Context: an optimization exercise on an open-source flow, tuned for small area, a short achievable clock period and few clock cycles. The choices shown serve that exercise and are no tape-out recipe.
Function was checked by simulation only, so behaviour that the tests miss may differ from the original.

==> delta <==
Design digest_unit, start of the top module:
module digest_unit (
    input  wire        clk,
    input  wire        rst,
    input  wire        in_valid,
    output wire        in_ready,
    input  wire [63:0] in_data,
    input  wire [3:0]  in_nbytes,
    input  wire        in_last,
    input  wire [1:0]  in_alg,
    input  wire        in_expect,
    input  wire [63:0] in_cmp,
    output reg         out_valid,
    output reg  [63:0] out_digest,
    output reg         out_match,
    output reg         out_empty
);
Settings: LEC_CHECK=0, CAP_MARGIN=20, CORE_MARGIN=2, CORE_UTILIZATION=40, SETUP_SLACK_MARGIN=5, SLEW_MARGIN=20; clock period 10.0 ns.
run.sh (not shown) runs the stock make flow with config.mk's settings and CLKGATE_MAP_FILE= SYNTH_SCRIPT=/design/flow/synth_recipe.tcl, a recipe that flattens the netlist after the stock synthesis.
==> inputs of amber, as changes to delta <==
--- a/flow/design.v
+++ b/flow/design.v
@@ -46,90 +46,90 @@
                      F_B    = 3'd6,    
                      F_C    = 3'd7;    
     reg        rdy;
     reg [31:0] n;              
     reg [1:0]  alg_r;          
     reg [2:0]  fstate;
     reg [63:0] d_r;            
     reg [63:0] wbuf;           
-    reg        op_c32, op_c64, op_th, op_a, op_b, op_m1, op_clr, op_out;
+    reg        op_c32, op_c64, op_th, op_a, op_b, op_clr, op_out;
+    reg        fz;             
     reg [63:0] cmp_q;
     reg        exp_q, empty_q;
     reg [63:0] s;
     assign in_ready = rdy;
     wire fire = in_valid & rdy;
     wire [2:0]  o      = n[2:0];
     wire [3:0]  o_plus = {1'b0, o} + in_nbytes;
     wire        cmpl   = o_plus[3];               
     wire        ovf    = o_plus[3] && (o_plus[2:0] != 3'd0);
     wire        kz     = (in_nbytes == 4'd0);
-    wire        first  = (n == 32'd0);
+    wire        first  = fz;
     wire        is_th  = (in_alg == 2'd2);
     wire        th_r   = (alg_r == 2'd2);
-    reg [63:0] data_m;
+    reg [7:0] kmask;
     integer i;
     always @(*) begin
         for (i = 0; i < 8; i = i + 1)
-            data_m[8*i +: 8] = in_data[8*i +: 8] & {8{in_nbytes > i}};
+            kmask[i] = (in_nbytes > i);
     end
     reg [63:0] init;
     always @(*) begin
         case (in_alg)
             2'd0:    init = 64'h00000000FFFFFFFF;
             2'd1:    init = 64'd0;
             default: init = TH_INIT;
         endcase
     end
     wire        rot_s = (fstate == F_ROT);
     wire [2:0]  ra    = rot_s ? (3'd0 - o) : o;
-    wire [63:0] rot   = rotl_bytes(rot_s ? (s ^ wbuf) : data_m, ra);
+    wire [7:0]  km_o  = {kmask, kmask} >> (4'd8 - {1'b0, o});    
+    wire [7:0]  km_r  = rot_s ? 8'hFF : fire ? km_o : 8'h00;
+    wire [63:0] drot  = rotl_bytes(rot_s ? (s ^ wbuf) : in_data, ra);
     wire [63:0] him   = ge_mask(ra);
-    wire [63:0] base  = first ? init : wbuf;
-    wire [63:0] word  = base ^ (rot & him);       
-    wire [63:0] part  = base ^ rot;               
+    reg  [63:0] wm, om;                           
+    always @(*) begin
+        for (i = 0; i < 8; i = i + 1) begin
+            wm[8*i +: 8] = {8{km_r[i] &  him[8*i]}};
+            om[8*i +: 8] = {8{km_r[i] & !him[8*i]}};
+        end
+    end
+    wire [63:0] base  = first ? init : rot_s ? 64'd0 : wbuf;
+    wire [63:0] word  = base ^ (drot & wm);       
+    wire [63:0] ovp   = drot & om;                
     always @(posedge clk) begin
         if (rst) begin
             rdy     <= 1'b1;
-            n       <= 32'd0;
-            alg_r   <= 2'd0;
             fstate  <= F_IDLE;
             op_c32  <= 1'b0;
             op_c64  <= 1'b0;
             op_th   <= 1'b0;
             op_a    <= 1'b0;
             op_b    <= 1'b0;
-            op_m1   <= 1'b0;
             op_clr  <= 1'b1;
+            fz      <= 1'b1;
             op_out  <= 1'b0;
-            cmp_q   <= 64'd0;
-            exp_q   <= 1'b0;
-            empty_q <= 1'b0;
         end else begin
             op_c32 <= 1'b0;
             op_c64 <= 1'b0;
             op_th  <= 1'b0;
             op_a   <= 1'b0;
             op_b   <= 1'b0;
-            op_m1  <= 1'b0;
             op_clr <= 1'b0;
             op_out <= 1'b0;
             case (fstate)
                 F_IDLE: if (fire) begin
-                    n     <= n + {28'd0, in_nbytes};
-                    alg_r <= in_alg;
+                    fz    <= fz & kz;
                     if (!in_last) begin
                         op_c32 <= cmpl && in_alg == 2'd0;
                         op_c64 <= cmpl && in_alg == 2'd1;
                         op_th  <= cmpl && is_th;
                     end else begin
                         rdy     <= 1'b0;
-                        cmp_q   <= in_cmp;
-                        exp_q   <= in_expect;
-                        empty_q <= first && kz;
                         if (first && kz) begin
                             fstate <= F_OUT;
                         end else if (!is_th) begin
                             op_c32 <= cmpl && in_alg == 2'd0;
                             op_c64 <= cmpl && in_alg == 2'd1;
                             if (o_plus[2:0] == 3'd0) begin
                                 fstate <= F_OUT;
                             end else if (ovf) begin
@@ -143,17 +143,17 @@
                             fstate <= ovf ? F_PAD : F_A;
                         end
                     end
                 end
                 F_OUT: begin
                     op_out <= 1'b1;
                     op_clr <= 1'b1;
                     rdy    <= 1'b1;
-                    n      <= 32'd0;
+                    fz     <= 1'b1;
                     fstate <= F_IDLE;
                 end
                 F_WAIT: begin
                     op_clr <= 1'b1;
                     fstate <= F_ROT;
                 end
                 F_ROT: begin
                     op_c32 <= (alg_r == 2'd0);
@@ -168,41 +168,50 @@
                     op_a   <= 1'b1;
                     fstate <= F_B;
                 end
                 F_B: begin
                     op_b   <= 1'b1;
                     fstate <= F_C;
                 end
                 default: begin     
-                    op_m1  <= 1'b1;
+                    op_th  <= 1'b1;
                     fstate <= F_OUT;
                 end
             endcase
         end
     end
     always @(posedge clk) begin
-        case (fstate)
-            F_IDLE: begin
-                d_r  <= (in_last && !cmpl) ? part : word;
-                if (fire)
-                    wbuf <= (in_last && is_th && !ovf) ? 64'd0 :
-                            cmpl ? (rot & ~him) : part;
-            end
-            F_ROT: begin
-                d_r  <= rot & him;
-                wbuf <= rot & ~him;
-            end
-            F_PAD: begin
-                d_r  <= wbuf;
-                wbuf <= 64'd0;
+        if (rst || fstate == F_OUT)
+            n <= 32'd0;
+        else
+            n <= n + {28'd0, in_nbytes & {4{fire}}};
+    end
+    always @(posedge clk) begin
+        if (fire) begin
+            alg_r <= in_alg;
+            if (in_last) begin
+                cmp_q   <= in_cmp;
+                exp_q   <= in_expect;
+                empty_q <= first && kz;
             end
-            F_A:     d_r <= {32'd0, n};
-            default: d_r <= 64'd0;
-        endcase
+        end
+    end
+    wire sched_d = (fstate == F_IDLE) ? (fire && (cmpl || (in_last && is_th && o_plus[2:0] != 3'd0)))
+                                      : (fstate == F_ROT || fstate == F_PAD || fstate == F_A || fstate == F_C);
+    always @(posedge clk) begin
+        if (!sched_d)
+            d_r <= 64'd0;
+        else if (fstate == F_C)
+            d_r <= m2p >> 27;
+        else if (fstate == F_A)
+            d_r <= {32'd0, n};
+        else
+            d_r <= word;
+        wbuf <= (rot_s || (fire && cmpl)) ? ovp : word;
     end
     wire [63:0] x = s ^ d_r;
     wire [31:0] f32;
     wire [63:0] f64;
     wire p32_t64 = x[38] ^ x[55];
     wire p32_t65 = x[14] ^ x[18];
     wire p32_t66 = x[34] ^ x[57];
     wire p32_t67 = x[33] ^ x[52];
@@ -1412,41 +1421,31 @@
     wire [63:0] m2s = m2a ^ m2b ^ m2c;
     wire [63:0] m2k = (m2a & m2b) | (m2a & m2c) | (m2b & m2c);
     wire [63:0] m2p = m2s + {m2k[62:0], 1'b0};
     wire [63:0] fb  = x ^ (x >> 31);
     wire [8:0]  fbt = fb[63:55] + fb[8:0] - {fb[1:0], 7'd0};
     wire [63:0] fsel = ({64{op_c32}} & {32'd0, f32})
                      | ({64{op_c64}} & f64)
                      | ({64{op_th}}  & {mp[34:0], mp[63:35]})
-                     | ({64{op_m1}}  & mp)
                      | ({64{op_a}}   & {fbt, fb[54:0]})
-                     | ({64{op_b}}   & (m2p ^ (m2p >> 27)));
-    wire s_en = op_c32 | op_c64 | op_th | op_m1 | op_a | op_b | op_clr;
+                     | ({64{op_b}}   & m2p);
+    wire op_keep = !(op_c32 | op_c64 | op_th | op_a | op_b | op_clr);
     always @(posedge clk) begin
-        if (s_en)
-            s <= fsel;
+        s <= fsel | ({64{op_keep}} & x);
     end
     wire [63:0] sv = s ^ wbuf;
+    wire [63:0] se = {s[28:0], s[63:29]};         
     reg  [63:0] fdig;
     always @(*) begin
         case (alg_r)
             2'd0:    fdig = {32'd0, ~sv[31:0]};
             2'd1:    fdig = byterev(sv);
-            default: fdig = sv ^ (sv >> 33);
+            default: fdig = se ^ (se >> 33);
         endcase
     end
     always @(posedge clk) begin
-        if (rst) begin
-            out_valid  <= 1'b0;
-            out_digest <= 64'd0;
-            out_match  <= 1'b0;
-            out_empty  <= 1'b0;
-        end else begin
-            out_valid <= op_out;
-            if (op_out) begin
-                out_digest <= fdig;
-                out_empty  <= empty_q;
-                out_match  <= exp_q && !empty_q && (fdig == cmp_q);
-            end
-        end
+        out_valid  <= op_out && !rst;
+        out_digest <= fdig;
+        out_empty  <= empty_q;
+        out_match  <= exp_q && !empty_q && (fdig == cmp_q);
     end
 endmodule
==> flow/flow/run.sh (new file) <==
#!/bin/bash
export SETUP_SLACK_MARGIN=5.8
export BUFFER_PORTS_ARGS="-buffer_cell sky130_fd_sc_hd__buf_2"
bash standard.sh > standard.log 2>&1
==> flow/standard.sh (new file) <==
#!/bin/bash
# synth_recipe.tcl (not shown) runs the flow's synth.tcl, then flattens the netlist and writes it again
# the make line also repeats each setting of config.mk as NAME=value (left out here)
make -C /OpenROAD-flow-scripts/flow DESIGN_CONFIG=/design/flow/config.mk WORK_HOME=/design/flow/orfs CLKGATE_MAP_FILE= SYNTH_SCRIPT=/design/flow/synth_recipe.tcl "${@:-finish}"
==> flow/config.mk (replaced) <==
export PLATFORM = sky130hd
export DESIGN_NAME = digest_unit
export DESIGN_NICKNAME = digest_unit
export VERILOG_FILES = /design/flow/design.v
export SDC_FILE = /design/flow/constraint.sdc
export NUM_CORES = 4
export LEC_CHECK = 0
export CAP_MARGIN = 20
export CORE_MARGIN = 2
export CORE_UTILIZATION = 50
export SLEW_MARGIN = 20
removed: flow/run.sh
==> summary.md <==
| Metric | Value |
|---|---|
| # diodes | `11` |
| CP bufs+invs | `2` |
| Status | `timing/DRC/antenna clean` |
| Crit. path cell count | `12` |
| Final instance area | `0.0473 mm2` |
| Core area | `0.0807 mm2` |
That was amber.
==> summary.md <==
| Metric | Value |
|---|---|
| Final instance area | `0.0511 mm2` |
| # diodes | `2` |
| Crit. path cell count | `11` |
| DP Worst Slack | `3840 ps` |
| Seq Cell Count | `371` |
| Drt initial violations | `7421` |
| TritonCTS Buffers | `47` |
| Status | `timing/DRC/antenna clean` |
| Count of flip-flops with a built-in enable after synthesis | `128` |
| Core area | `0.109 mm2` |
That was delta.
Testbench counts of delta, summed over its fixed seeds: cycles 10,044.
Testbench counts of amber, summed over its fixed seeds: cycles 10,044.

-- separate check: timing with driven ports --
No port has a modelled driver above. Below, the same layouts with a new extraction and two added sets of constraints.
Step 1, drivers: a clkbuf_16 drives clk and a buf_2 each remaining input, both assumed.
Step 2 times the ports against the registers' clock, not the clock port: input delays grow and output delays shrink by t, the midpoint of the rising clock arrivals with the driver on.
Slacks: ideal / step 1 / step 2; pairs: ideal / step 1.
run | shift t [ns] | setup WS [ns] | hold slack, ns | slew at the worst register clock pin (ns) | cell pins on the clock port's net
delta | 0.708 | 4.852 / 4.852 / 4.423 | 0.464 / 0.464 / 0.464 | 0.07 / 0.07 | 1
amber | 0.663 | 5.627 / 5.627 / 5.133 | 0.463 / 0.463 / 0.463 | 0.07 / 0.07 | 1
After both steps every run listed still meets setup and hold. The setup slack of amber, which loses most, moves by 0.000 ns with the drivers and by -0.494 ns with both steps.
